Source: an optimization exercise on an open RTL-to-GDS flow (aim: small area, a short achievable clock period and few clock cycles). Production flows keep margins and buffers that such runs may drop. In this exercise RTL edits were held to simulation tests only and were not proved equivalent to the original. Power and IR drop assume default switching activity.

==> flow/design.v <==
module rhathen_lane (
    input  wire        clk,
    input  wire        rst,
    input  wire        in_valid,
    output wire        in_ready,
    input  wire [31:0] in_instr,
    output reg         done,
    output reg         run_ovf,
    output reg         run_psn,
    output reg         as_valid,
    output reg  [9:0]  as_num,
    input  wire        hp_we,
    input  wire        hp_wspace,       
    input  wire [3:0]  hp_waddr,
    input  wire [31:0] hp_wdata,
    input  wire        hp_wpsn,
    input  wire        hp_rspace,
    input  wire [3:0]  hp_raddr,
    output wire [31:0] hp_rdata,
    output wire        hp_rpsn
);
    localparam OP_NOP    = 6'h01;
    localparam OP_PHASE  = 6'h02;
    localparam OP_END    = 6'h03;
    localparam OP_ASSERT = 6'h04;
    localparam OP_LD     = 6'h08;
    localparam OP_LDN    = 6'h09;
    localparam OP_AND    = 6'h0A;
    localparam OP_ANDN   = 6'h0B;
    localparam OP_OR     = 6'h0C;
    localparam OP_ORN    = 6'h0D;
    localparam OP_XOR    = 6'h0E;
    localparam OP_REDGE  = 6'h10;
    localparam OP_FEDGE  = 6'h11;
    localparam OP_BPUSH  = 6'h12;
    localparam OP_BOR    = 6'h13;
    localparam OP_BAND   = 6'h14;
    localparam OP_ZON    = 6'h15;
    localparam OP_ZOFF   = 6'h16;
    localparam OP_OUT    = 6'h18;
    localparam OP_OUTN   = 6'h19;
    localparam OP_SET    = 6'h1A;
    localparam OP_RST    = 6'h1B;
    localparam OP_STW    = 6'h1C;
    localparam OP_LDW    = 6'h20;
    localparam OP_LDWI   = 6'h21;
    localparam OP_LDWH   = 6'h22;
    localparam OP_ADD    = 6'h24;
    localparam OP_SUB    = 6'h25;
    localparam OP_MUL    = 6'h26;
    localparam OP_MIN    = 6'h27;
    localparam OP_MAX    = 6'h28;
    localparam OP_ANDW   = 6'h29;
    localparam OP_ORW    = 6'h2A;
    localparam OP_XORW   = 6'h2B;
    localparam OP_SHL    = 6'h2C;
    localparam OP_SHR    = 6'h2D;
    localparam OP_ASR    = 6'h2E;
    localparam OP_LIMIT  = 6'h2F;
    localparam OP_CEQ    = 6'h30;
    localparam OP_CNE    = 6'h31;
    localparam OP_CLT    = 6'h32;
    localparam OP_CLE    = 6'h33;
    localparam OP_CGT    = 6'h34;
    localparam OP_CGE    = 6'h35;
    reg [31:0] bimg   [0:15];
    reg        bimg_p [0:15];
    reg [31:0] wimg   [0:15];
    reg        wimg_p [0:15];
    assign hp_rdata = hp_rspace ? wimg[hp_raddr]   : bimg[hp_raddr];
    assign hp_rpsn  = hp_rspace ? wimg_p[hp_raddr] : bimg_p[hp_raddr];
    reg        ba, bap;
    reg [31:0] wa;
    reg        wap;
    reg        ze, zep;
    reg        st_ovf, st_psn;
    reg [15:0] bstk, bstk_p;
    reg [4:0]  bsp;             
    reg [7:0]  zstk, zstk_p;
    reg [3:0]  zsp;             
    assign in_ready = 1'b1;
    wire        go   = in_valid;
    wire [5:0]  op   = in_instr[31:26];
    wire [1:0]  md   = in_instr[25:24];
    wire [23:0] opnd = in_instr[23:0];
    wire [8:0]  baddr  = opnd[8:0];
    wire [3:0]  bword  = baddr[8:5];
    wire        xbit   = bimg[bword][baddr[4:0]];
    wire        xbit_p = bimg_p[bword];
    wire [3:0]  waddr   = opnd[3:0];
    wire [3:0]  waddr1  = waddr + 4'd1;
    wire [31:0] wop     = wimg[waddr];
    wire        wop_p   = wimg_p[waddr];
    wire [31:0] wop1    = wimg[waddr1];
    wire        wop1_p  = wimg_p[waddr1];
    wire [31:0] imm_s24 = {{8{opnd[23]}}, opnd};
    wire [31:0] imm_z24 = {8'd0, opnd};
    reg  [31:0] v;
    reg         v_p;
    reg         v_mem;      
    always @(*) begin
        case (md)
            2'b00, 2'b10: begin v = wop;     v_p = wop_p; v_mem = 1'b1; end
            2'b01:        begin v = imm_s24; v_p = 1'b0;  v_mem = 1'b0; end
            default:      begin v = imm_z24; v_p = 1'b0;  v_mem = 1'b0; end
        endcase
    end
    wire uns = md[1];
    wire [32:0] sum  = {1'b0, wa} + {1'b0, v};
    wire [32:0] diff = {1'b0, wa} - {1'b0, v};
    wire add_ovf = uns ? sum[32]
                       : (wa[31] == v[31]) && (sum[31] != wa[31]);
    wire sub_ovf = uns ? diff[32]
                       : (wa[31] != v[31]) && (diff[31] != wa[31]);
    wire signed [32:0] mul_a = {uns ? 1'b0 : wa[31], wa};
    wire signed [32:0] mul_b = {uns ? 1'b0 : v[31], v};
    wire signed [65:0] prod  = mul_a * mul_b;
    wire mul_ovf = uns ? (prod[63:32] != 32'd0)
                       : !((prod[63:31] == 33'd0) || (prod[63:31] == {33{1'b1}}));
    wire lt  = uns ? (wa < v) : ($signed(wa) < $signed(v));
    wire eq  = (wa == v);
    wire [31:0] shcnt = (md == 2'b01) ? {27'd0, opnd[4:0]} : wop;
    wire        sh_p  = (md == 2'b01) ? 1'b0 : wop_p;
    wire        sh_big = (shcnt[31:5] != 27'd0);
    wire [4:0]  sh_n  = shcnt[4:0];
    wire [63:0] shl_full = {32'd0, wa} << sh_n;
    wire [31:0] shl_r = sh_big ? 32'd0 : shl_full[31:0];
    wire        shl_ovf = sh_big ? (wa != 32'd0) : (shl_full[63:32] != 32'd0);
    wire [31:0] shr_r = sh_big ? 32'd0 : (wa >> sh_n);
    wire [31:0] asr_r = sh_big ? {32{wa[31]}} : ($signed(wa) >>> sh_n);
    reg [31:0] lim_lo, lim_hi;
    reg        lim_p;
    always @(*) begin
        case (md)
            2'b00, 2'b10: begin lim_lo = wop; lim_hi = wop1; lim_p = wop_p | wop1_p; end
            2'b01: begin
                lim_lo = {{20{opnd[11]}}, opnd[11:0]};
                lim_hi = {{20{opnd[23]}}, opnd[23:12]};
                lim_p  = 1'b0;
            end
            default: begin
                lim_lo = {20'd0, opnd[11:0]};
                lim_hi = {20'd0, opnd[23:12]};
                lim_p  = 1'b0;
            end
        endcase
    end
    wire wa_lt_lo = uns ? (wa < lim_lo) : ($signed(wa) < $signed(lim_lo));
    wire [31:0] lim_mx = wa_lt_lo ? lim_lo : wa;
    wire mx_gt_hi = uns ? (lim_mx > lim_hi) : ($signed(lim_mx) > $signed(lim_hi));
    wire [31:0] lim_r = mx_gt_hi ? lim_hi : lim_mx;
    integer i;
    always @(posedge clk) begin
        done     <= 1'b0;
        as_valid <= 1'b0;
        if (rst) begin
            ba <= 1'b0; bap <= 1'b0;
            wa <= 32'd0; wap <= 1'b0;
            ze <= 1'b1; zep <= 1'b0;
            st_ovf <= 1'b0; st_psn <= 1'b0;
            bsp <= 5'd0; zsp <= 4'd0;
            run_ovf <= 1'b0; run_psn <= 1'b0;
            as_num <= 10'd0;
        end else if (go) begin
            case (op)
                OP_LD, OP_LDN, OP_AND, OP_ANDN, OP_OR, OP_ORN, OP_XOR: begin : bitlog
                    reg x, xp;
                    if (md == 2'b01) begin
                        x = opnd[0]; xp = 1'b0;
                    end else begin
                        x = xbit; xp = xbit_p;
                        if (xbit_p) st_psn <= 1'b1;
                    end
                    case (op)
                        OP_LD:   ba <= x;
                        OP_LDN:  ba <= ~x;
                        OP_AND:  ba <= ba & x;
                        OP_ANDN: ba <= ba & ~x;
                        OP_OR:   ba <= ba | x;
                        OP_ORN:  ba <= ba | ~x;
                        default: ba <= ba ^ x;
                    endcase
                    if (op == OP_LD || op == OP_LDN) bap <= xp;
                    else                             bap <= bap | xp;
                end
                OP_REDGE, OP_FEDGE: begin
                    if (xbit_p) st_psn <= 1'b1;
                    if (op == OP_REDGE) ba <= ba & ~xbit;
                    else                ba <= ~ba & xbit;
                    bap <= bap | xbit_p;
                    if (ze) bimg[bword][baddr[4:0]] <= ba;
                    if (bap | xbit_p | zep) bimg_p[bword] <= 1'b1;
                end
                OP_BPUSH: begin
                    bstk[bsp[3:0]]   <= ba;
                    bstk_p[bsp[3:0]] <= bap;
                    bsp <= bsp + 5'd1;
                end
                OP_BOR, OP_BAND: begin : bpop
                    reg p, pp;
                    p  = bstk[bsp[3:0] - 4'd1];
                    pp = bstk_p[bsp[3:0] - 4'd1];
                    ba  <= (op == OP_BOR) ? (p | ba) : (p & ba);
                    bap <= bap | pp;
                    bsp <= bsp - 5'd1;
                end
                OP_ZON: begin
                    zstk[zsp[2:0]]   <= ze;
                    zstk_p[zsp[2:0]] <= zep;
                    zsp <= zsp + 4'd1;
                    ze  <= ze & (md[0] ? ~ba : ba);
                    zep <= zep | bap;
                end
                OP_ZOFF: begin
                    ze  <= zstk[zsp[2:0] - 3'd1];
                    zep <= zstk_p[zsp[2:0] - 3'd1];
                    zsp <= zsp - 4'd1;
                end
                OP_OUT, OP_OUTN, OP_SET, OP_RST: begin
                    case (op)
                        OP_OUT:  bimg[bword][baddr[4:0]] <= ba & ze;
                        OP_OUTN: bimg[bword][baddr[4:0]] <= ~ba & ze;
                        OP_SET:  if (ba & ze) bimg[bword][baddr[4:0]] <= 1'b1;
                        default: if (ba & ze) bimg[bword][baddr[4:0]] <= 1'b0;
                    endcase
                    if (bap | zep) bimg_p[bword] <= 1'b1;
                end
                OP_STW: begin
                    if (ze) begin
                        wimg[waddr]   <= wa;
                        wimg_p[waddr] <= wap | zep;
                    end else if (wap | zep) begin
                        wimg_p[waddr] <= 1'b1;
                    end
                end
                OP_LDW: begin
                    wa  <= wop;
                    wap <= wop_p;
                    if (wop_p) st_psn <= 1'b1;
                end
                OP_LDWI: begin
                    wa  <= md[1] ? imm_z24 : imm_s24;
                    wap <= 1'b0;
                end
                OP_LDWH: begin
                    wa[31:16] <= opnd[15:0];
                end
                OP_ADD, OP_SUB, OP_MUL, OP_MIN, OP_MAX, OP_ANDW, OP_ORW, OP_XORW: begin
                    case (op)
                        OP_ADD:  begin wa <= sum[31:0];     if (add_ovf) st_ovf <= 1'b1; end
                        OP_SUB:  begin wa <= diff[31:0];    if (sub_ovf) st_ovf <= 1'b1; end
                        OP_MUL:  begin wa <= prod[31:0];    if (mul_ovf) st_ovf <= 1'b1; end
                        OP_MIN:  wa <= lt ? wa : v;
                        OP_MAX:  wa <= lt ? v : wa;
                        OP_ANDW: wa <= wa & v;
                        OP_ORW:  wa <= wa | v;
                        default: wa <= wa ^ v;
                    endcase
                    wap <= wap | v_p;
                    if (v_mem && v_p) st_psn <= 1'b1;
                end
                OP_SHL, OP_SHR, OP_ASR: begin
                    case (op)
                        OP_SHL:  begin wa <= shl_r; if (shl_ovf) st_ovf <= 1'b1; end
                        OP_SHR:  wa <= shr_r;
                        default: wa <= asr_r;
                    endcase
                    wap <= wap | sh_p;
                    if (sh_p) st_psn <= 1'b1;
                end
                OP_LIMIT: begin
                    wa  <= lim_r;
                    wap <= wap | lim_p;
                    if (lim_p) st_psn <= 1'b1;
                end
                OP_CEQ, OP_CNE, OP_CLT, OP_CLE, OP_CGT, OP_CGE: begin
                    case (op)
                        OP_CEQ:  ba <= eq;
                        OP_CNE:  ba <= ~eq;
                        OP_CLT:  ba <= lt;
                        OP_CLE:  ba <= lt | eq;
                        OP_CGT:  ba <= ~(lt | eq);
                        default: ba <= ~lt;
                    endcase
                    bap <= wap | v_p;
                    if (v_mem && v_p) st_psn <= 1'b1;
                end
                OP_ASSERT: begin
                    if (zep | (ze & (~ba | bap))) begin
                        as_valid <= 1'b1;
                        as_num   <= opnd[9:0];
                    end
                end
                OP_END: begin
                    done    <= 1'b1;
                    run_ovf <= st_ovf;
                    run_psn <= st_psn;
                    ba <= 1'b0; bap <= 1'b0;
                    wa <= 32'd0; wap <= 1'b0;
                    ze <= 1'b1; zep <= 1'b0;
                    st_ovf <= 1'b0; st_psn <= 1'b0;
                    bsp <= 5'd0; zsp <= 4'd0;
                end
                default: ;   
            endcase
        end
        if (hp_we) begin
            if (hp_wspace) begin
                wimg[hp_waddr]   <= hp_wdata;
                wimg_p[hp_waddr] <= hp_wpsn;
            end else begin
                bimg[hp_waddr]   <= hp_wdata;
                bimg_p[hp_waddr] <= hp_wpsn;
            end
        end
    end
endmodule
==> flow/run.sh <==
#!/bin/bash
# synth_recipe.tcl (not shown) runs the flow's synth.tcl, then flattens the netlist and writes it again
# the make line also repeats each setting of config.mk as NAME=value (left out here)
make -C /OpenROAD-flow-scripts/flow DESIGN_CONFIG=/design/flow/config.mk WORK_HOME=/design/flow/orfs CLKGATE_MAP_FILE= SYNTH_SCRIPT=/design/flow/synth_recipe.tcl finish
==> flow/config.mk <==
export PLATFORM = sky130hd
export DESIGN_NAME = rhathen_lane
export DESIGN_NICKNAME = rhathen_lane
export VERILOG_FILES = /design/flow/design.v
export SDC_FILE = /design/flow/constraint.sdc
export NUM_CORES = 4
export LEC_CHECK = 0
export CAP_MARGIN = 20
export CORE_MARGIN = 2
export CORE_UTILIZATION = 28
export PLACE_DENSITY = 0.45
export SLEW_MARGIN = 20
==> flow/constraint.sdc <==
create_clock -name core_clock -period 17.0 [get_ports {clk}]
set_input_delay 3.4000 -clock core_clock [delete_from_list [all_inputs] [get_ports {clk}]]
set_output_delay 3.4000 -clock core_clock [all_outputs]
set_load 0.01 [all_outputs]
==> summary.md <==
| Metric | Value |
|---|---|
| Hold_buf cts | `0` |
| Die Ht | `670 um` |
| #FFs+latches synth | `1164` |
| Outcome | `finished clean` |
| Worst-path clk slew | `0.09 ns` |
| Area leader, netlist | `edfxtp_1` |
| CP arrival | `16.35 ns` |
| Worst-Margin Slew | `1.22 ns` |
| Most used cell, CP | `fa_1` |
| Final global-route overflow total | `0` |
| Worst path required time | `17.71 ns` |
| Ratio of cells with drive above 1 in the final layout | `15.7%` |
| Clk Latency, worst-skew pair | `0.87 ns` |
| Crit path time final | `15.64 ns` |
| Post-synthesis sequential area ratio | `27.5%` |
| Yosys warns | `1` |
| Initial drt markers | `14384` |
| DRC errors left | `0` |
| Total Nets Final | `13536` |
| H-Tree Depth | `4` |
| Post-Route WL | `591000 um` |
| Tot GR Track Use | `25.7%` |
| Mapped Cells | `12459` |
| Pre-Repair DR Iteration Count | `6` |
| Synth async-reset ratio | `0%` |
| Pleak | `47.7 nW` |
| Peak supply drop | `0.000121 V` |
| Root buffer cell | `clkbuf_16` |
| Clock share of power | `26.9%` |
| Buffers on Ports | `125` |
| RSZ-0062 raised after global routing | `no` |
| Rows | `244` |
| Max_cap viols | `0` |
| Final std cells w/o fill | `17986` |
| Clock Skews | `0.0935 ns` |
| Area growth from synthesis to layout | `10.0%` |
| Total die area | `0.449 mm^2` |
| First-pass GRT wire length | `824000 um` |
| Flop pwr share | `27.5%` |
| Placed cells | `17702` |
| Switching part of the total | `42.4%` |
| Final HPWL DP | `405000 um` |
| Core Area | `0.442 mm^2` |
| Hold Crit Class | `register to register` |
| Vias in the first global route | `101656` |
| P_sw | `4.89 mW` |
| Slowest CP cell | `o311ai_1` |
| Synth top area cells | `edfxtp_1, fa_1, mux4_2` |
| Initial antenna violation count | `61` |
| CP Launch Type | `primary input` |
| TritonCTS clock tree | `built` |
| Top FF cell, synth | `edfxtp_1` |
| Die X | `670 um` |
| CTS sink cnt | `1164` |
| Crit Path Max Fanout | `38` |
| Fin Setup TNS | `0 ns` |
| Rel. slew slack | `18.2%` |
| CTS buffer count | `151` |
| Crit share post-route | `92.0%` |
| WHS | `0.472 ns` |
| Final setup vio count | `0` |
| Setup bufs post-CTS | `0` |
| Final Hold Fails | `0` |
| DR vias | `104684` |
| Comb power frac | `45.6%` |
| Netlist Area Pre-Place | `0.124 mm^2` |
| Routed wire per std cell | `32.8 um` |
| Io pins | `127` |
| Number of synthesized flops with an enable pin | `1088` |
| Mean post-synth cell area | `9.97 um^2` |
| Pint | `6.65 mW` |
| WS Path Type | `primary input to register` |
| FMAX | `63.9 MHz` |
| Synthesized Nets | `14043` |
| Deepest clock path buffer count | `4` |
| Routed Antenna Nets | `0` |
| CP endpoint kind | `register` |
| Final max-slew violation count | `0` |
| DR vias/cell | `5.82` |
| Largest net degree at the start of global routing | `92` |
| Power Density | `84.5 mW/mm^2` |
| Initial core utilization | `28.1%` |
| Post-cts gate resize count | `0` |
| Crit-path max cell delay | `0.77 ns` |
| Cell variety after synth | `99` |
| Top cell type's share of synthesized area | `26.3%` |
| Placer Congestion | `1.00` |
## power by group through the flow
stage               logic, mW  clock network [mW]  registers (mW)
finish                   5.27                3.11            3.17
global route             5.66                3.23            3.17
CTS                      5.24                3.14            3.17
detailed placement       5.19                   0            3.23
global placement         5.22                   0            3.23
floorplan                3.25                   0            3.22
## critical path: cells and delay by family
family	cells	cell delay, ns
AO/OA/AOI/OAI	10	3.82
adder cells (fa/ha/maj)	9	4.32
buffers and inverters	8	1.87
multiplexers	2	1.15
AND/OR/NAND/NOR	5	1.58
## final timing paths
path	cells after the start	to	slack, ns	from
worst max-delay path	34	st_ovf	1.36	in_instr[0]
worst min-delay path	1	st_psn	0.47	st_psn
worst max register to register	36	st_ovf	4.61	wimg[15][2]
worst min register to register	1	st_psn	0.47	st_psn
## per-layer routing
metal / track usage [%] / routed length (um) / vias up
met1: 34.8 / 235000 / 54245
met5: 0 / 144 / -
met2: 39.5 / 263000 / 6377
met3: 5.21 / 59500 / 1258
met4: 11.9 / 32200 / 20
li1: - / - / 42784
## through the flow
stage	setup WS (ns)	utilization, %	power [mW]	instance area (um^2)
3_5_place_dp	0.816	29.9	8.42	132000
2_1_floorplan	3.48	-	6.46	124000
4_1_cts	1.65	30.9	11.5	137000
6_report	1.36	30.9	11.5	137000
5_1_grt	0.851	30.9	12.1	137000
3_3_place_gp	0.884	29.9	8.45	132000
## state kept, by name, indices dropped and copies added, names as in the netlist
name,count
as_num,10
as_valid,1
ba,1
bap,1
bimg,512
bimg_p,16
bsp,4
bstk,16
bstk_p,16
done,1
run_ovf,1
run_psn,1
st_ovf,1
st_psn,1
wa,32
wap,1
wimg,512
wimg_p,16
ze,1
zep,1
zsp,3
zstk,8
zstk_p,8
## cells in the mapped netlist (117+ instances only)
master and n:
mux2_2 241, nor3_1 117, o21ai_0 1542, edfxtp_1 1088, inv_1 1140, nand2_1 1759, mux2i_1 151, nand3_1 132
fa_1 1129, mux4_2 834, ha_1 376, clkbuf_1 986, a21oi_1 496, nor2_1 1028
## cells by family after synthesis
logic type | after synthesis | share of synthesized area [%]
AOI/OAI and AO/OA | 2732 | 12.6
xor gates and xnor gates | 90 | 0.635
buffers and inverters | 2338 | 7.26
adders and majority gates | 1505 | 22.0
muxes | 1231 | 18.6
other | 1 | 0.00302
DFF | 1164 | 27.5
and+or+nand+nor | 3398 | 11.3
## final cells by class
cell class              count  area (um^2)
diodes                     24         60.1
multi-input cells        8957        81800
well taps                5904         7390
repair buffers            509         4250
flip-flops and latches   1164        34200
clock buffers             199         4030
fillers                 45452       305000
clock inverters            60          452
inverters                1169         4390
## cell usage in the layout, fill, tap and decap left out, drive strengths merged, types with 66 or more instances in the layout
master         instances
fa                  1129
mux2i                155
buf                  401
a21oi                500
mux2                 242
clkbuf               201
dfxtp                 76
clkinv                66
edfxtp              1088
nand3                133
nand2               1761
inv                 1154
mux4                 834
nor3                 117
clkdlybuf4s50        106
ha                   376
nor2                1030
o21ai               1584
Testbench counts, summed over its fixed seeds: cycles 18,576.

## static timing again, ports no longer ideal
Ports are ideal in the flow. The routed layout listed here was re-timed in OpenROAD.
Step 1, drivers: a clkbuf_16 drives clk and a buf_2 each remaining input, both assumed.
Step 2, shift: input delay + t, output delay - t, t = (earliest + latest rising clock arrival at the registers) / 2. This alone moves slack from input paths to output paths.
Three values: ideal, step 1, step 2; two values: the first two.
t (ns): 0.928
setup slack, ns: 1.360 / 1.413 / 0.485
worst setup path at the end: input to register
latest minus earliest clock arrival (ns): 0.096 / 0.096
worst data-port slew with drivers (ns): 0.24
After both steps this run still meets setup and hold. The setup slack of this run moves by +0.053 ns with the drivers and by -0.875 ns with both steps.
